This design comes from an exercise in tuning for small area and a short achievable clock period on the open sky130 flow, not from production work. The RTL was checked by simulation tests, not by an equivalence proof against the original design. Power and IR drop assume default switching activity.

==> inputs of run B <==
## windlass_mac
module windlass_mac (
    input  wire        clk,
    input  wire        rst,
    input  wire        in_valid,
    input  wire        in_last,
    input  wire [31:0] in_a,
    input  wire [31:0] in_s,
    output reg         out_valid,
    output reg  [63:0] out_c
);
Settings: LEC_CHECK=0, CAP_MARGIN=20, CORE_MARGIN=2, CORE_UTILIZATION=40, SLEW_MARGIN=20, SYNTH_HIERARCHICAL=1, SYNTH_MINIMUM_KEEP_SIZE=0; clock period 11.0 ns.
standard.sh (not shown) runs the stock make flow with config.mk's settings and CLKGATE_MAP_FILE= SYNTH_SCRIPT=/design/flow/synth_recipe.tcl, a recipe that flattens the netlist after the stock synthesis.
==> flow/flow/run.sh <==
#!/bin/bash
# Layout flow: the standard synthesis, unchanged, then the standard ORFS
# steps (floorplan to finish) with different repair settings:
#   - up to and including CTS, timing repair aims at the setup margin in
#     flow/margin.txt, so that the resizer works the design towards a shorter
#     period than the clock's; after CTS (global route onwards) it aims at the
#     margin in flow/margin_route.txt;
#   - extra make variables from flow/args.txt, one per line (resizer and
#     port-buffer options).
# The clock, the SDC and the design are the standard flow's. Each step's full output is
# in orfs/logs/ (ORFS's own logs) and in synth.log / cts.log / layout.log here.
set -uo pipefail
MARGIN=$(cat flow/margin.txt)
MARGIN_ROUTE=$(cat flow/margin_route.txt)
mapfile -t EXTRA < flow/args.txt
bash standard.sh synth > synth.log 2>&1 || exit 1
bash standard.sh SETUP_SLACK_MARGIN=$MARGIN TNS_END_PERCENT=100 "${EXTRA[@]}" cts > cts.log 2>&1 || exit 1
bash standard.sh SETUP_SLACK_MARGIN=$MARGIN_ROUTE TNS_END_PERCENT=100 "${EXTRA[@]}" finish > layout.log 2>&1
==> flow/flow/args.txt <==
MATCH_CELL_FOOTPRINT=0
BUFFER_PORTS_ARGS=-buffer_cell sky130_fd_sc_hd__buf_2
==> flow/flow/margin.txt <==
7.4
==> flow/flow/margin_route.txt <==
0
==> run M (differences from run B) <==
--- a/flow/design.v
+++ b/flow/design.v
@@ -10,22 +10,29 @@
 );
     wire [32:0] se = {in_s, 1'b0};
     wire        tv = in_valid & ~rst;
     reg  [31:0] a_r;
     reg  [15:0] x1_r, x2_r, ng_r;
+    reg  [31:0] an_r;
+    reg  [15:0] x1n_r, x2n_r, ngn_r;
     reg         l0;
     integer j;
     always @(posedge clk) begin
         a_r <= in_a;
+        an_r <= ~in_a;
         l0  <= tv & in_last;
         for (j = 0; j < 16; j = j + 1) begin
             x1_r[j] <= tv & (se[2*j+1] ^ se[2*j]);
             x2_r[j] <= tv & ((se[2*j+2] & ~se[2*j+1] & ~se[2*j]) | (~se[2*j+2] & se[2*j+1] & se[2*j]));
             ng_r[j] <= tv & se[2*j+2];
+            x1n_r[j] <= ~(tv & (se[2*j+1] ^ se[2*j]));
+            x2n_r[j] <= ~(tv & ((se[2*j+2] & ~se[2*j+1] & ~se[2*j]) | (~se[2*j+2] & se[2*j+1] & se[2*j])));
+            ngn_r[j] <= ~(tv & se[2*j+2]);
         end
     end
     wire [33:0] ae = {a_r[31], a_r, 1'b0};   
+    wire [33:0] aen = {an_r[31], an_r, 1'b1};   
     wire [32:0] pp0;
     wire [32:0] pp1;
     wire [32:0] pp2;
     wire [32:0] pp3;
     wire [32:0] pp4;
@@ -40,26 +47,90 @@
     wire [32:0] pp13;
     wire [32:0] pp14;
     wire [32:0] pp15;
     genvar gi;
     generate for (gi = 0; gi < 33; gi = gi + 1) begin : g_pp
-        assign pp0[gi] = ((x1_r[0] & ae[gi+1]) | (x2_r[0] & ae[gi])) ^ ng_r[0];
-        assign pp1[gi] = ((x1_r[1] & ae[gi+1]) | (x2_r[1] & ae[gi])) ^ ng_r[1];
-        assign pp2[gi] = ((x1_r[2] & ae[gi+1]) | (x2_r[2] & ae[gi])) ^ ng_r[2];
-        assign pp3[gi] = ((x1_r[3] & ae[gi+1]) | (x2_r[3] & ae[gi])) ^ ng_r[3];
-        assign pp4[gi] = ((x1_r[4] & ae[gi+1]) | (x2_r[4] & ae[gi])) ^ ng_r[4];
-        assign pp5[gi] = ((x1_r[5] & ae[gi+1]) | (x2_r[5] & ae[gi])) ^ ng_r[5];
-        assign pp6[gi] = ((x1_r[6] & ae[gi+1]) | (x2_r[6] & ae[gi])) ^ ng_r[6];
-        assign pp7[gi] = ((x1_r[7] & ae[gi+1]) | (x2_r[7] & ae[gi])) ^ ng_r[7];
-        assign pp8[gi] = ((x1_r[8] & ae[gi+1]) | (x2_r[8] & ae[gi])) ^ ng_r[8];
-        assign pp9[gi] = ((x1_r[9] & ae[gi+1]) | (x2_r[9] & ae[gi])) ^ ng_r[9];
-        assign pp10[gi] = ((x1_r[10] & ae[gi+1]) | (x2_r[10] & ae[gi])) ^ ng_r[10];
-        assign pp11[gi] = ((x1_r[11] & ae[gi+1]) | (x2_r[11] & ae[gi])) ^ ng_r[11];
-        assign pp12[gi] = ((x1_r[12] & ae[gi+1]) | (x2_r[12] & ae[gi])) ^ ng_r[12];
-        assign pp13[gi] = ((x1_r[13] & ae[gi+1]) | (x2_r[13] & ae[gi])) ^ ng_r[13];
-        assign pp14[gi] = ((x1_r[14] & ae[gi+1]) | (x2_r[14] & ae[gi])) ^ ng_r[14];
-        assign pp15[gi] = ((x1_r[15] & ae[gi+1]) | (x2_r[15] & ae[gi])) ^ ng_r[15];
+        if (gi < 17) begin : lo0
+            assign pp0[gi] = ((x1_r[0] & ae[gi+1]) | (x2_r[0] & ae[gi])) ^ ng_r[0];
+        end else begin : hi0
+            assign pp0[gi] = ((~x1n_r[0] & ae[gi+1]) | (~x2n_r[0] & ae[gi])) ^ ~ngn_r[0];
+        end
+        if (gi < 17) begin : lo1
+            assign pp1[gi] = ((x1_r[1] & ae[gi+1]) | (x2_r[1] & ae[gi])) ^ ng_r[1];
+        end else begin : hi1
+            assign pp1[gi] = ((~x1n_r[1] & ae[gi+1]) | (~x2n_r[1] & ae[gi])) ^ ~ngn_r[1];
+        end
+        if (gi < 17) begin : lo2
+            assign pp2[gi] = ((x1_r[2] & ae[gi+1]) | (x2_r[2] & ae[gi])) ^ ng_r[2];
+        end else begin : hi2
+            assign pp2[gi] = ((~x1n_r[2] & ae[gi+1]) | (~x2n_r[2] & ae[gi])) ^ ~ngn_r[2];
+        end
+        if (gi < 17) begin : lo3
+            assign pp3[gi] = ((x1_r[3] & ae[gi+1]) | (x2_r[3] & ae[gi])) ^ ng_r[3];
+        end else begin : hi3
+            assign pp3[gi] = ((~x1n_r[3] & ae[gi+1]) | (~x2n_r[3] & ae[gi])) ^ ~ngn_r[3];
+        end
+        if (gi < 17) begin : lo4
+            assign pp4[gi] = ((x1_r[4] & ae[gi+1]) | (x2_r[4] & ae[gi])) ^ ng_r[4];
+        end else begin : hi4
+            assign pp4[gi] = ((~x1n_r[4] & ae[gi+1]) | (~x2n_r[4] & ae[gi])) ^ ~ngn_r[4];
+        end
+        if (gi < 17) begin : lo5
+            assign pp5[gi] = ((x1_r[5] & ae[gi+1]) | (x2_r[5] & ae[gi])) ^ ng_r[5];
+        end else begin : hi5
+            assign pp5[gi] = ((~x1n_r[5] & ae[gi+1]) | (~x2n_r[5] & ae[gi])) ^ ~ngn_r[5];
+        end
+        if (gi < 17) begin : lo6
+            assign pp6[gi] = ((x1_r[6] & ae[gi+1]) | (x2_r[6] & ae[gi])) ^ ng_r[6];
+        end else begin : hi6
+            assign pp6[gi] = ((~x1n_r[6] & ae[gi+1]) | (~x2n_r[6] & ae[gi])) ^ ~ngn_r[6];
+        end
+        if (gi < 17) begin : lo7
+            assign pp7[gi] = ((x1_r[7] & ae[gi+1]) | (x2_r[7] & ae[gi])) ^ ng_r[7];
+        end else begin : hi7
+            assign pp7[gi] = ((~x1n_r[7] & ae[gi+1]) | (~x2n_r[7] & ae[gi])) ^ ~ngn_r[7];
+        end
+        if (gi < 17) begin : lo8
+            assign pp8[gi] = ((x1_r[8] & ~aen[gi+1]) | (x2_r[8] & ~aen[gi])) ^ ng_r[8];
+        end else begin : hi8
+            assign pp8[gi] = ((~x1n_r[8] & ~aen[gi+1]) | (~x2n_r[8] & ~aen[gi])) ^ ~ngn_r[8];
+        end
+        if (gi < 17) begin : lo9
+            assign pp9[gi] = ((x1_r[9] & ~aen[gi+1]) | (x2_r[9] & ~aen[gi])) ^ ng_r[9];
+        end else begin : hi9
+            assign pp9[gi] = ((~x1n_r[9] & ~aen[gi+1]) | (~x2n_r[9] & ~aen[gi])) ^ ~ngn_r[9];
+        end
+        if (gi < 17) begin : lo10
+            assign pp10[gi] = ((x1_r[10] & ~aen[gi+1]) | (x2_r[10] & ~aen[gi])) ^ ng_r[10];
+        end else begin : hi10
+            assign pp10[gi] = ((~x1n_r[10] & ~aen[gi+1]) | (~x2n_r[10] & ~aen[gi])) ^ ~ngn_r[10];
+        end
+        if (gi < 17) begin : lo11
+            assign pp11[gi] = ((x1_r[11] & ~aen[gi+1]) | (x2_r[11] & ~aen[gi])) ^ ng_r[11];
+        end else begin : hi11
+            assign pp11[gi] = ((~x1n_r[11] & ~aen[gi+1]) | (~x2n_r[11] & ~aen[gi])) ^ ~ngn_r[11];
+        end
+        if (gi < 17) begin : lo12
+            assign pp12[gi] = ((x1_r[12] & ~aen[gi+1]) | (x2_r[12] & ~aen[gi])) ^ ng_r[12];
+        end else begin : hi12
+            assign pp12[gi] = ((~x1n_r[12] & ~aen[gi+1]) | (~x2n_r[12] & ~aen[gi])) ^ ~ngn_r[12];
+        end
+        if (gi < 17) begin : lo13
+            assign pp13[gi] = ((x1_r[13] & ~aen[gi+1]) | (x2_r[13] & ~aen[gi])) ^ ng_r[13];
+        end else begin : hi13
+            assign pp13[gi] = ((~x1n_r[13] & ~aen[gi+1]) | (~x2n_r[13] & ~aen[gi])) ^ ~ngn_r[13];
+        end
+        if (gi < 17) begin : lo14
+            assign pp14[gi] = ((x1_r[14] & ~aen[gi+1]) | (x2_r[14] & ~aen[gi])) ^ ng_r[14];
+        end else begin : hi14
+            assign pp14[gi] = ((~x1n_r[14] & ~aen[gi+1]) | (~x2n_r[14] & ~aen[gi])) ^ ~ngn_r[14];
+        end
+        if (gi < 17) begin : lo15
+            assign pp15[gi] = ((x1_r[15] & ~aen[gi+1]) | (x2_r[15] & ~aen[gi])) ^ ng_r[15];
+        end else begin : hi15
+            assign pp15[gi] = ((~x1n_r[15] & ~aen[gi+1]) | (~x2n_r[15] & ~aen[gi])) ^ ~ngn_r[15];
+        end
     end endgenerate
     wire t1, t2, t3, t4, t5, t6, t7, t8, t9, t10, t11, t12, t13, t14, t15, t16;
     wire t17, t18, t19, t20, t21, t22, t23, t24, t25, t26, t27, t28, t29, t30, t31, t32;
     wire t33, t34, t35, t36, t37, t38, t39, t40, t41, t42, t43, t44, t45, t46, t47, t48;
     wire t49, t50, t51, t52, t53, t54, t55, t56, t57, t58, t59, t60, t61, t62, t63, t64;
@@ -699,12 +770,12 @@
         r1[60] <= t549;
         r0[61] <= t697;
         r0[62] <= t698;
         r1[62] <= ~pp15[32];
     end
-    reg         clr, rst_d;
-    wire [63:0] accg = out_c & {64{~clr}};
+    reg         clr, clrn, rst_d;
+    wire [63:0] accg = out_c & {{32{clrn}}, {32{~clr}}};
     wm_fa u_t872 (.a(r0[7]), .b(r1[7]), .c(r2[7]), .s(t872), .co(t873));
     wm_ha u_t874 (.a(r0[8]), .b(r1[8]), .s(t874), .co(t875));
     wm_ha u_t876 (.a(r0[9]), .b(r1[9]), .s(t876), .co(t877));
     wm_ha u_t878 (.a(r0[10]), .b(r1[10]), .s(t878), .co(t879));
     wm_ha u_t880 (.a(r0[11]), .b(r1[11]), .s(t880), .co(t881));
@@ -1247,10 +1318,11 @@
     always @(posedge clk) begin
         out_c     <= nxt;
         out_valid <= l1 & ~rst;
         rst_d     <= rst;
         clr       <= l1 | rst | rst_d;   
+        clrn      <= ~(l1 | rst | rst_d);
     end
 endmodule
 module wm_fa (input wire a, input wire b, input wire c, output wire s, output wire co);
     assign s  = a ^ b ^ c;
     assign co = (a & b) | (a & c) | (b & c);
==> flow/flow/margin.txt (replaced) <==
7.5
==> run E (differences from run B) <==
==> flow/flow/run.sh (replaced) <==
#!/bin/bash
# Layout flow: the standard synthesis, unchanged, then the standard ORFS
# steps (floorplan to finish) with different repair settings:
#   - timing repair aims at the setup margin in flow/margin.txt, so that the
#     resizer works the design towards a shorter period than the clock's;
#   - extra make variables from flow/args.txt, one per line (resizer and port-buffer
#     options).
# The clock, the SDC and the design are the standard flow's. Each step's full output is
# in orfs/logs/ (ORFS's own logs) and in synth.log / layout.log here.
set -uo pipefail
MARGIN=$(cat flow/margin.txt)
mapfile -t EXTRA < flow/args.txt
bash standard.sh synth > synth.log 2>&1 || exit 1
bash standard.sh SETUP_SLACK_MARGIN=$MARGIN TNS_END_PERCENT=100 "${EXTRA[@]}" finish > layout.log 2>&1
removed: flow/flow/margin_route.txt
==> qor summary <==
quantity                                                                                     run M                    run B                    run E
End point of the critical path                                                      r1[27]$_DFF_P_           r1[36]$_DFF_P_           r1[37]$_DFF_P_
Clk pwr share                                                                                14.5%                    14.8%                    14.5%
Number of search-and-repair iterations in the first detailed-routing pass                        6                        6                       11
Combinational Power Share                                                                    63.8%                    66.9%                    67.7%
Slowest cell on crit path                                                                  dfxtp_2                  dfxtp_4                     fa_1
Library cells used by synthesis                                                                 32                       30                       30
Clock skew                                                                              0.02528 ns               0.03778 ns               0.04002 ns
Via Count                                                                                    23225                    23833                    26004
Largest driver fanout on the critical path                                                      16                       17                       13
# rows                                                                                         105                      104                      104
Post-Synth Adder-Cell Area                                                                  31.55%                   32.26%                   32.26%
Global-route wire length before repair                                                    150.2 mm                 171.0 mm                 171.0 mm
Clock latency on the worst-skew pair                                                       0.60 ns                  0.59 ns                  0.60 ns
Run status                                                                 complete, no violations  complete, no violations  complete, no violations

-- port drivers added, routing unchanged --
How much do the figures lean on ideal ports? The routed layouts below were timed once more, with nothing changed but the port constraints.
Step 1 (the two cells are an assumption about what drives the block):
set clk [get_ports {clk}]
set_driving_cell -lib_cell sky130_fd_sc_hd__clkbuf_16 $clk
set_driving_cell -lib_cell sky130_fd_sc_hd__buf_2 [delete_from_list [all_inputs] $clk]
Step 2 also shifts input and output timing later by t, the mid clock arrival at the registers, as if the neighbouring blocks saw the same clock.
Slacks: ideal ports / drivers / drivers and shift; pairs: ideal ports / drivers.
run | t, ns | setup slack, ns | worst setup path after step 2
run B | 0.640 | 7.290 / 7.290 / 7.290 | register to register
run M | 0.651 | 7.339 / 7.339 / 7.339 | register to register
run E | 0.649 | 7.260 / 7.260 / 7.260 | register to register
After both steps setup and hold are still met in every run listed.
